This design comes from an exercise in tuning for small area and a short achievable clock period on the open sky130 flow, not from production work. Where RTL was checked, it was by simulation tests only, not by an equivalence proof against the original. Power figures rest on the tool's default switching activity, not on a simulated workload.

==> run G: inputs <==
Design ecc144_codec, start of the top module:
module ecc144_codec (
    input  wire         clk,
    input  wire         rst,
    input  wire         in_valid,
    input  wire         in_op,         
    input  wire [2:0]   in_src,
    input  wire [127:0] in_data,
    input  wire [15:0]  in_check,
    output reg          out_valid,
    output reg  [127:0] out_data,
    output reg  [15:0]  out_check,
    output reg  [1:0]   out_status,
    output reg  [5:0]   out_sym,
    output reg  [3:0]   out_err,
    output reg  [15:0]  corr_cnt,
    output reg  [15:0]  uncorr_cnt,
    output reg  [2:0]   last_src,
    output reg  [5:0]   last_sym,
    output reg  [3:0]   last_err
);
export LEC_CHECK = 0
export ABC_CLOCK_PERIOD_IN_PS = 2000
export CAP_MARGIN = 20
export CORE_MARGIN = 2
export CORE_UTILIZATION = 40
export CTS_BUF_LIST = sky130_fd_sc_hd__clkbuf_8
export CTS_CLUSTER_DIAMETER = 50
export CTS_CLUSTER_SIZE = 16
export SETUP_SLACK_MARGIN = 4.5
export SLEW_MARGIN = 20
create_clock -name core_clock -period 7.5 [get_ports {clk}]
standard.sh (not shown) runs the stock make flow with config.mk's settings and CLKGATE_MAP_FILE= SYNTH_SCRIPT=/design/flow/synth_recipe.tcl, a recipe that flattens the netlist after the stock synthesis.
==> flow/flow/run.sh <==
#!/bin/bash
# The standard layout, with every port buffered by a buf_2 cell instead of the default
# clkdlybuf4s50_1 (smaller and faster); the tools' output goes to standard.log here.
set -euo pipefail
export BUFFER_PORTS_ARGS="-buffer_cell sky130_fd_sc_hd__buf_2"
bash standard.sh > standard.log 2>&1
==> run M: changes against run G <==
==> flow/config.mk (replaced) <==
export PLATFORM = sky130hd
export DESIGN_NAME = ecc144_codec
export DESIGN_NICKNAME = ecc144_codec
export VERILOG_FILES = /design/flow/design.v
export SDC_FILE = /design/flow/constraint.sdc
export NUM_CORES = 4
export LEC_CHECK = 0
export CAP_MARGIN = 20
export CORE_MARGIN = 2
export CORE_UTILIZATION = 40
export SETUP_SLACK_MARGIN = 5.0
export SLEW_MARGIN = 20
==> run F: changes against run G <==
--- a/flow/design.v
+++ b/flow/design.v
@@ -27,16 +27,21 @@
             r = 7'd0;
             for (i = 0; i < 4; i = i + 1)
                 if (y[i]) r = r ^ ({3'd0, x} << i);
             for (i = 6; i >= 4; i = i - 1)
                 if (r[i]) r = r ^ (7'h13 << (i - 4));
             gf_mul = r[3:0];
         end
     endfunction
+    function [3:0] col_q(input [3:0] a, input [3:0] b);
+        begin
+            col_q = gf_mul(a, a) ^ gf_mul(a, b) ^ gf_mul(4'h8, gf_mul(b, b));
+        end
+    endfunction
     wire [15:0] kg = in_check & {16{in_op}};
     wire [15:0] syn;
     wire t144 = in_data[87] ^ in_data[107];
     wire t145 = in_data[21] ^ in_data[29];
     wire t146 = in_data[39] ^ in_data[47];
     wire t147 = in_data[22] ^ in_data[30];
     wire t148 = in_data[69] ^ in_data[77];
     wire t149 = in_data[91] ^ in_data[95];
@@ -464,29 +469,33 @@
     assign a_bin[0] = |{eq1[1], eq1[3], eq1[5], eq1[7], eq1[9], eq1[11], eq1[13], eq1[15]};
     assign a_bin[1] = |{eq1[2], eq1[3], eq1[6], eq1[7], eq1[10], eq1[11], eq1[14], eq1[15]};
     assign a_bin[2] = |{eq1[4], eq1[5], eq1[6], eq1[7], eq1[12], eq1[13], eq1[14], eq1[15]};
     assign a_bin[3] = |eq1[15:8];
     wire [5:0] pos = is_data ? {1'b0, eq2[3], a_bin} : {2'b10, 2'b00, eq2[1], a_bin[0]};
     wire [1:0] dec_status = zero ? ST_OK : (corr ? ST_CORR : ST_UNCORR);
     wire [5:0] dec_sym    = corr ? pos : 6'd0;
     wire [3:0] dec_err    = corr ? s0 : 4'h0;
-    wire g0 = r1_op & qok & eq2[0];
-    wire g1 = r1_op & qok & eq2[1];
-    wire g2 = r1_op & qok & eq2[2];
-    wire g3 = r1_op & qok & eq2[3];
+    wire [15:0] eq3;
+    generate
+        for (gc = 0; gc < 16; gc = gc + 1) begin : g_eq3
+            assign eq3[gc] = (s3 == gf_mul(gc, s0));
+        end
+    endgenerate
     wire [127:0] cdata;
     generate
         for (gc = 0; gc < 16; gc = gc + 1) begin : g_cd
-            assign cdata[4*gc +: 4]      = s0 & {4{g2 & eq1[gc]}};
-            assign cdata[64 + 4*gc +: 4] = s0 & {4{g3 & eq1[gc]}};
+            assign cdata[4*gc +: 4]      = s0 & {4{r1_op & eq1[gc] & eq2[2] & eq3[col_q(gc, 4'h2)]}};
+            assign cdata[64 + 4*gc +: 4] = s0 & {4{r1_op & eq1[gc] & eq2[3] & eq3[col_q(gc, 4'h3)]}};
         end
     endgenerate
-    wire [15:0] ccheck = {s0 & {4{g1 & eq1[1]}}, s0 & {4{g1 & eq1[0]}},
-                          s0 & {4{g0 & eq1[1]}}, s0 & {4{g0 & eq1[0]}}};
+    wire [15:0] ccheck = {s0 & {4{r1_op & eq1[1] & eq2[1] & eq3[col_q(4'h1, 4'h1)]}},
+                          s0 & {4{r1_op & eq1[0] & eq2[1] & eq3[col_q(4'h0, 4'h1)]}},
+                          s0 & {4{r1_op & eq1[1] & eq2[0] & eq3[col_q(4'h1, 4'h0)]}},
+                          s0 & {4{r1_op & eq1[0] & eq2[0] & eq3[col_q(4'h0, 4'h0)]}}};
     reg [2:0] out_src;
     always @(posedge clk) begin
         if (rst) out_valid <= 1'b0;
         else     out_valid <= r1_valid;
         out_src    <= r1_src;
         out_data   <= r1_data ^ cdata;
         out_check  <= r1_op ? (r1_check ^ ccheck) : enc_check;
         out_status <= r1_op ? dec_status : ST_OK;
==> flow/config.mk (replaced) <==
export PLATFORM = sky130hd
export DESIGN_NAME = ecc144_codec
export DESIGN_NICKNAME = ecc144_codec
export VERILOG_FILES = /design/flow/design.v
export SDC_FILE = /design/flow/constraint.sdc
export NUM_CORES = 4
export LEC_CHECK = 0
export CAP_MARGIN = 20
export CORE_MARGIN = 2
export CORE_UTILIZATION = 55
export CTS_BUF_LIST = sky130_fd_sc_hd__clkbuf_8
export CTS_CLUSTER_DIAMETER = 50
export CTS_CLUSTER_SIZE = 16
export PLACE_DENSITY = 0.85
export SETUP_SLACK_MARGIN = 4.5
export SLEW_MARGIN = 20
==> key figures <==
Finish
  • Fill count: 2375
  • Cell Count, Final, Fillers Out: 2468
  • Storage cell area: 7420 um^2

Power and ir drop
  • Sw Ratio: 0.446

Worst setup path
  • CP cell instances: buf_2, xor2_4, xnor2_2, xor2_2, xnor2_2, xnor3_1, xor2_2, xnor2_1
  • Max stage delay on crit path: 0.46 ns

Outcome
  • Outcome: timing/DRC/antenna clean

Synthesis
  • Syn_nets: 1868

Die
  • N_taps: 396

Placed design
  • RePlAce Congestion: 1.02

Timing
  • Fmax: 333 MHz
  • Slew margin rel.: 0.274

Routing
  • DR vias/cell: 5.40
  • Final Routed Wirelength: 54.1 mm
  • Met3 wire length: 4.56 mm

Global routing
  • Initial antenna violation count: 2
The numbers above come from run F.

==> key figures <==
Finish
  • Cell Count, Final, Fillers Out: 2595
  • Storage cell area: 7440 um^2

Outcome
  • Outcome: timing/DRC/antenna clean

Timing
  • Slew margin rel.: 0.302
  • Fmax: 332 MHz

Power and ir drop
  • Sw Ratio: 0.476

Global routing
  • Initial antenna violation count: 2

Worst setup path
  • CP cell instances: buf_12, ha_1, xnor2_2, xnor2_1, xnor2_1, xnor3_2, a211oi_4, o21ai_4, buf_12, buf_4, or2_4, nor3b_1
  • Max stage delay on crit path: 0.37 ns

Synthesis
  • Syn_nets: 1778

Placed design
  • RePlAce Congestion: 0.944

CTS
  • Clock Path Buffers: 3

Routing
  • DR vias/cell: 4.95
  • Met3 wire length: 3.97 mm
  • Final Routed Wirelength: 59.0 mm

Die
  • N_taps: 539
The numbers above come from run G.

==> key figures <==
Timing
  • Slew margin rel.: 0.436
  • Fmax: 352 MHz
  • Final Slew Violations: 0

Die
  • N_taps: 539

Finish
  • Inverters: 16
  • Fill count: 2897
  • Cell Count, Final, Fillers Out: 2762
  • Storage cell area: 7680 um^2

Hold path
  • Worst Hold Endpoint: out_src[2]$_DFF_P_

Worst setup path
  • CP cell instances: buf_6, xor2_1, a21oi_2, buf_4, xnor3_1, nand3_2, a211oi_4, o21ai_4, buf_12, buf_12, buf_16, nor3_4, xor2_1
  • Data arrival, critical path: 3.31 ns

Outcome
  • Outcome: timing/DRC/antenna clean

Power and ir drop
  • Sw Ratio: 0.456

Routing
  • Met3 wire length: 4.96 mm
  • Final Routed Wirelength: 66.3 mm
  • DR vias/cell: 5.16

Global routing
  • Initial antenna violation count: 10

Synthesis
  • Syn_nets: 1778
The numbers above come from run M.

Function not checked in run G and run M: the RTL went through the layout flow alone.

* * *

==> inputs of maple <==
ecc144_codec with an RTL version that a note above also has.
export LEC_CHECK = 0
export CAP_MARGIN = 20
export CORE_MARGIN = 2
export CORE_UTILIZATION = 40
export CTS_BUF_LIST = sky130_fd_sc_hd__clkbuf_8
export CTS_CLUSTER_DIAMETER = 50
export CTS_CLUSTER_SIZE = 16
export SETUP_SLACK_MARGIN = 4.5
export SLEW_MARGIN = 20
create_clock -name core_clock -period 7.5 [get_ports {clk}]
==> flow/flow/run.sh <==
#!/bin/bash
# The standard layout, with the input ports buffered by buf_2 cells and the output ports
# by buf_1 cells (after global placement, see out_bufs.tcl) instead of the default
# clkdlybuf4s50_1; the tools' output goes to standard.log here.
set -euo pipefail
export BUFFER_PORTS_ARGS="-inputs -buffer_cell sky130_fd_sc_hd__buf_2"
export POST_GLOBAL_PLACE_TCL="$PWD/flow/out_bufs.tcl"
bash standard.sh > standard.log 2>&1
==> flow/flow/out_bufs.tcl <==
# one buf_1 on every output port, placed by the detailed placement that follows
buffer_ports -outputs -buffer_cell sky130_fd_sc_hd__buf_1
==> nickel: changes against maple <==
SETUP_SLACK_MARGIN = 4.4   (was 4.5)
==> delta: changes against maple <==
--- a/flow/design.v
+++ b/flow/design.v
@@ -28,19 +28,14 @@
             for (i = 0; i < 4; i = i + 1)
                 if (y[i]) r = r ^ ({3'd0, x} << i);
             for (i = 6; i >= 4; i = i - 1)
                 if (r[i]) r = r ^ (7'h13 << (i - 4));
             gf_mul = r[3:0];
         end
     endfunction
-    function [3:0] col_q(input [3:0] a, input [3:0] b);
-        begin
-            col_q = gf_mul(a, a) ^ gf_mul(a, b) ^ gf_mul(4'h8, gf_mul(b, b));
-        end
-    endfunction
     wire [15:0] kg = in_check & {16{in_op}};
     wire [15:0] syn;
     wire t144 = in_data[87] ^ in_data[107];
     wire t145 = in_data[21] ^ in_data[29];
     wire t146 = in_data[39] ^ in_data[47];
     wire t147 = in_data[22] ^ in_data[30];
     wire t148 = in_data[69] ^ in_data[77];
@@ -470,31 +465,27 @@
     assign a_bin[1] = |{eq1[2], eq1[3], eq1[6], eq1[7], eq1[10], eq1[11], eq1[14], eq1[15]};
     assign a_bin[2] = |{eq1[4], eq1[5], eq1[6], eq1[7], eq1[12], eq1[13], eq1[14], eq1[15]};
     assign a_bin[3] = |eq1[15:8];
     wire [5:0] pos = is_data ? {1'b0, eq2[3], a_bin} : {2'b10, 2'b00, eq2[1], a_bin[0]};
     wire [1:0] dec_status = zero ? ST_OK : (corr ? ST_CORR : ST_UNCORR);
     wire [5:0] dec_sym    = corr ? pos : 6'd0;
     wire [3:0] dec_err    = corr ? s0 : 4'h0;
-    wire [15:0] eq3;
-    generate
-        for (gc = 0; gc < 16; gc = gc + 1) begin : g_eq3
-            assign eq3[gc] = (s3 == gf_mul(gc, s0));
-        end
-    endgenerate
+    wire g0 = r1_op & qok & eq2[0];
+    wire g1 = r1_op & qok & eq2[1];
+    wire g2 = r1_op & qok & eq2[2];
+    wire g3 = r1_op & qok & eq2[3];
     wire [127:0] cdata;
     generate
         for (gc = 0; gc < 16; gc = gc + 1) begin : g_cd
-            assign cdata[4*gc +: 4]      = s0 & {4{r1_op & eq1[gc] & eq2[2] & eq3[col_q(gc, 4'h2)]}};
-            assign cdata[64 + 4*gc +: 4] = s0 & {4{r1_op & eq1[gc] & eq2[3] & eq3[col_q(gc, 4'h3)]}};
+            assign cdata[4*gc +: 4]      = s0 & {4{g2 & eq1[gc]}};
+            assign cdata[64 + 4*gc +: 4] = s0 & {4{g3 & eq1[gc]}};
         end
     endgenerate
-    wire [15:0] ccheck = {s0 & {4{r1_op & eq1[1] & eq2[1] & eq3[col_q(4'h1, 4'h1)]}},
-                          s0 & {4{r1_op & eq1[0] & eq2[1] & eq3[col_q(4'h0, 4'h1)]}},
-                          s0 & {4{r1_op & eq1[1] & eq2[0] & eq3[col_q(4'h1, 4'h0)]}},
-                          s0 & {4{r1_op & eq1[0] & eq2[0] & eq3[col_q(4'h0, 4'h0)]}}};
+    wire [15:0] ccheck = {s0 & {4{g1 & eq1[1]}}, s0 & {4{g1 & eq1[0]}},
+                          s0 & {4{g0 & eq1[1]}}, s0 & {4{g0 & eq1[0]}}};
     reg [2:0] out_src;
     always @(posedge clk) begin
         if (rst) out_valid <= 1'b0;
         else     out_valid <= r1_valid;
         out_src    <= r1_src;
         out_data   <= r1_data ^ cdata;
         out_check  <= r1_op ? (r1_check ^ ccheck) : enc_check;
==> flow/flow/run.sh (replaced) <==
#!/bin/bash
# The standard layout, with every port buffered by a buf_2 cell instead of the default
# clkdlybuf4s50_1 (smaller and faster); the tools' output goes to standard.log here.
set -euo pipefail
export BUFFER_PORTS_ARGS="-buffer_cell sky130_fd_sc_hd__buf_2"
bash standard.sh > standard.log 2>&1
CTS_BUF_LIST = unset   (was sky130_fd_sc_hd__clkbuf_8)
CTS_CLUSTER_DIAMETER = unset   (was 50)
CTS_CLUSTER_SIZE = unset   (was 16)
removed: flow/flow/out_bufs.tcl
==> notes <==
maple finished clean. nickel finished clean. delta completed with no timing, DRC or antenna violations.
Worst hold slack: delta < nickel < maple.
Sequential cell count is the same in maple and delta.
Clock power, lowest first: maple, nickel, delta.
Combinational power, highest first: delta, maple, nickel.
Of nickel and maple, maple has the higher wire length (gap 0.69%, measured against maple).
Via count, highest first: nickel, maple, delta.
Non-clock buffer count, highest first: delta, maple, nickel.
The lowest final cell count belongs to delta, the highest to maple.
Core utilization: nickel < maple < delta.
No functional check of the RTL was part of delta.

## afterwards: timing with drivers on the ports
Ports are ideal in the flow. The routed layouts listed here were re-timed in OpenROAD.
Step 1: set_driving_cell puts a clkbuf_16 on clk and a buf_2 on each other input, an assumption about the parent block.
Step 2 times the ports against the registers' clock, not the clock port: input delays grow and output delays shrink by t, the midpoint of the rising clock arrivals with the driver on.
a / b / c = ideal / step 1 / step 2; a / b = the first two.
run | shift t [ns] | slack for setup (ns) | slew at the worst register clock pin (ns)
run G | 0.673 | 4.490 / 4.490 / 3.854 | 0.10 / 0.10
run M | 0.610 | 4.663 / 4.663 / 4.069 | 0.07 / 0.07
run F | 0.670 | 4.493 / 4.521 / 3.851 | 0.10 / 0.10
maple | 0.686 | 4.555 / 4.555 / 3.909 | 0.10 / 0.10
nickel | 0.662 | 4.440 / 4.440 / 3.813 | 0.10 / 0.10
delta | 0.627 | 4.537 / 4.549 / 3.923 | 0.07 / 0.07
After both steps every run listed still meets setup and hold. The setup slack of maple, which loses most, moves by 0.000 ns with the drivers and by -0.646 ns with both steps.
